This is an optimization exercise on Yosys and OpenROAD, whose aim is small area and a short achievable clock period, not a production implementation. The RTL was checked by simulation tests, not by an equivalence proof against the original design. Power and IR drop assume default switching activity.

== job 4733 ==
// ic_line_codec
module ic_line_codec (
    input  wire         clk,
    input  wire         rst,             
    input  wire         rd_valid,
    input  wire [351:0] rd_line,         
    output reg          rd_out_valid,
    output reg  [351:0] rd_out_line,     
    output reg  [3:0]   rd_out_ce,
    output reg  [3:0]   rd_out_ue,
    output reg  [15:0]  rd_out_sym,      
    input  wire         wr_valid,
    input  wire [255:0] wr_data,         
    output reg          wr_out_valid,
    output reg  [95:0]  wr_out_check     
);
Settings: LEC_CHECK=0, CAP_MARGIN=20, CORE_MARGIN=2, CORE_UTILIZATION=55, SETUP_SLACK_MARGIN=3.2, SLEW_MARGIN=20; clock period 6.0 ns.
standard.sh (not shown) runs the stock make flow with config.mk's settings and CLKGATE_MAP_FILE= SYNTH_SCRIPT=/design/flow/synth_recipe.tcl, a recipe that flattens the netlist after the stock synthesis.
==> flow/flow/run.sh <==
#!/bin/bash
# The standard layout, with every input and output port buffered by a plain
# buffer cell instead of the one buffer_ports picks by default.
set -euo pipefail
export BUFFER_PORTS_ARGS="-buffer_cell sky130_fd_sc_hd__buf_2"
bash standard.sh > standard.log 2>&1
Every stage of the flow completed for job 4733, and the final layout passed the timing, DRC and antenna checks.
Setup changes, job 4733 to job 7295
- CORE_UTILIZATION now 50, was 55
- SETUP_SLACK_MARGIN now 3.3, was 3.2
==> run notes <==
- Compared with job 4733, in job 7295 well-tap cell count rose about 9%; core utilization fell 4.5 points.
- Job 7295 ended up with more standard cells than job 4733.
Modified inputs, job 4207 compared to job 7295
- changing CORE_UTILIZATION from 50 to 55
Diff job 7295..job 4207 | flip-flop and latch area | negligible
Relative to job 7295, cell depth of the worst setup path decreased by 2 in job 4207.
Against job 7295, area of the die in job 4207 came out better.
Between job 4207 and job 7295, the difference in multi-input logic cell count is negligible.
Wire length of the first global-routing pass, job 4207 and job 7295, lower one = job 4207.
[job 4207 vs job 7295] final critical-path share of the clock period: lower in job 4207
[compare] base=job 7295 new=job 4207: fraction of layout cells with a size suffix above 1 now larger; smallest hold slack shows an increase of 0.0034 ns.
Setup changes, job 4207 to job 7340
- changing CORE_UTILIZATION from 55 to 62
Results
Job 4207 -> job 7340: critical path depth delta 0, exact match
Side by side, utilization turned out higher in job 7340 than in job 4207.
Job 7340 vs. job 4207: via count picked up an extra 3,237, setup slack lost 0.28 ns, post-detailed-routing wire length picked up an extra about 7%.
[compare] base=job 4207 new=job 7340: xor and xnor fraction of the mapped netlist area held; area after synthesis flat; internal cell power fell 180 uW; minimum hold slack moved up; sequential power went up 3.3%.
As of job 7340, horizontal extent of the die had fallen by a few percent compared to job 4207.

---

== run A ==
Another version of the RTL of ic_line_codec (not shown whole).
For scale: roughly 5300 cells after synthesis, roughly 530 flip-flops, ~1100 I/O pins, about 51000 um2 of cells after synthesis.
export LEC_CHECK = 0
export CAP_MARGIN = 20
export CORE_MARGIN = 2
export CORE_UTILIZATION = 55
export SETUP_SLACK_MARGIN = 2.8
export SLEW_MARGIN = 20
create_clock -name core_clock -period 6.0 [get_ports {clk}]
Scripts as last shown in full above: flow/flow/run.sh
Stage in which a tool error killed run A: 5_1_grt.
For run B, these inputs were changed with respect to run A:
Settings: swapping 2.8 for 1.5 in SETUP_SLACK_MARGIN.
==> run notes <==
Going from run A to run B, half-perimeter wire length after placement lost about 4.6%, sequential fraction of the synthesis area held steady, number of standard-cell rows in the floorplan roughly the same, count of cells resized by post-cts repair dropped 993, instance area after placement now smaller.
Run B: flow completed, timing, DRC and antenna clean
Diff run A..run B | vertical die dimension | negligible
Measured against run B, the placer's final routability congestion estimate of run A comes out at 1.05 times the reference value.
When run B is set beside run A, its number of buffers inserted by post-CTS setup repair turns out to be 514 smaller.
Run B reports a lower depth of the CTS H-tree than run A does.
Number of placed I/O pins: run B vs run A identical
### run B -> run C
Settings: SETUP_SLACK_MARGIN removed (was 1.5); CORE_UTILIZATION changed from 55 to 40.
## What came out
- The clock-buffer cell count reported for run C is greater than that of run B by 13.
- In the flow results for run B and run C, the relative area change from synthesis to final layout is larger on run C.
- Post-layout minimum cycle time delta for run C relative to run B: 210 ps higher
- Global routing usage summed across all routing layers was lower in run C than in run B.
- Taking run B as the reference, in run C non-clock buffer instance count of the final layout higher, core utilization lower.

-- what the ideal ports hide --
The results above use ideal ports. As a check the final layouts listed here were re-extracted and re-timed, cells and wires unchanged.
Step 1: set_driving_cell puts a clkbuf_16 on clk and a buf_2 on each other input, an assumption about the parent block.
Step 2 adds t to the input delays and takes it off the output delays; t is the mean of the earliest and latest rising clock arrival at the registers after step 1. Input paths then give back, and output paths get back, about the clock's delay inside the block.
Three values: ideal, step 1, step 2; two values: the first two.
run	t, ns	slack for setup (ns)	hold WS [ns]	clock arrival spread, ns	slew at the worst register clock pin (ns)
job 4733	0.756	3.193 / 3.195 / 2.442	0.412 / 0.412 / 0.412	0.036 / 0.036	0.07 / 0.07
job 7295	0.780	3.201 / 3.201 / 2.473	0.411 / 0.411 / 0.411	0.028 / 0.028	0.07 / 0.07
job 4207	0.780	3.220 / 3.220 / 2.548	0.414 / 0.414 / 0.414	0.033 / 0.033	0.07 / 0.07
job 7340	0.766	2.943 / 2.943 / 2.522	0.417 / 0.417 / 0.417	0.034 / 0.034	0.08 / 0.08
run B	0.770	1.605 / 1.652 / 0.882	0.629 / 0.576 / 1.346	0.038 / 0.038	0.07 / 0.07
run C	0.740	1.392 / 1.447 / 0.707	0.662 / 0.609 / 1.349	0.037 / 0.036	0.07 / 0.07
After both steps every run listed still meets setup and hold. For job 4733, which loses most, drivers alone change the setup slack by +0.002 ns; drivers and shift together by -0.751 ns.
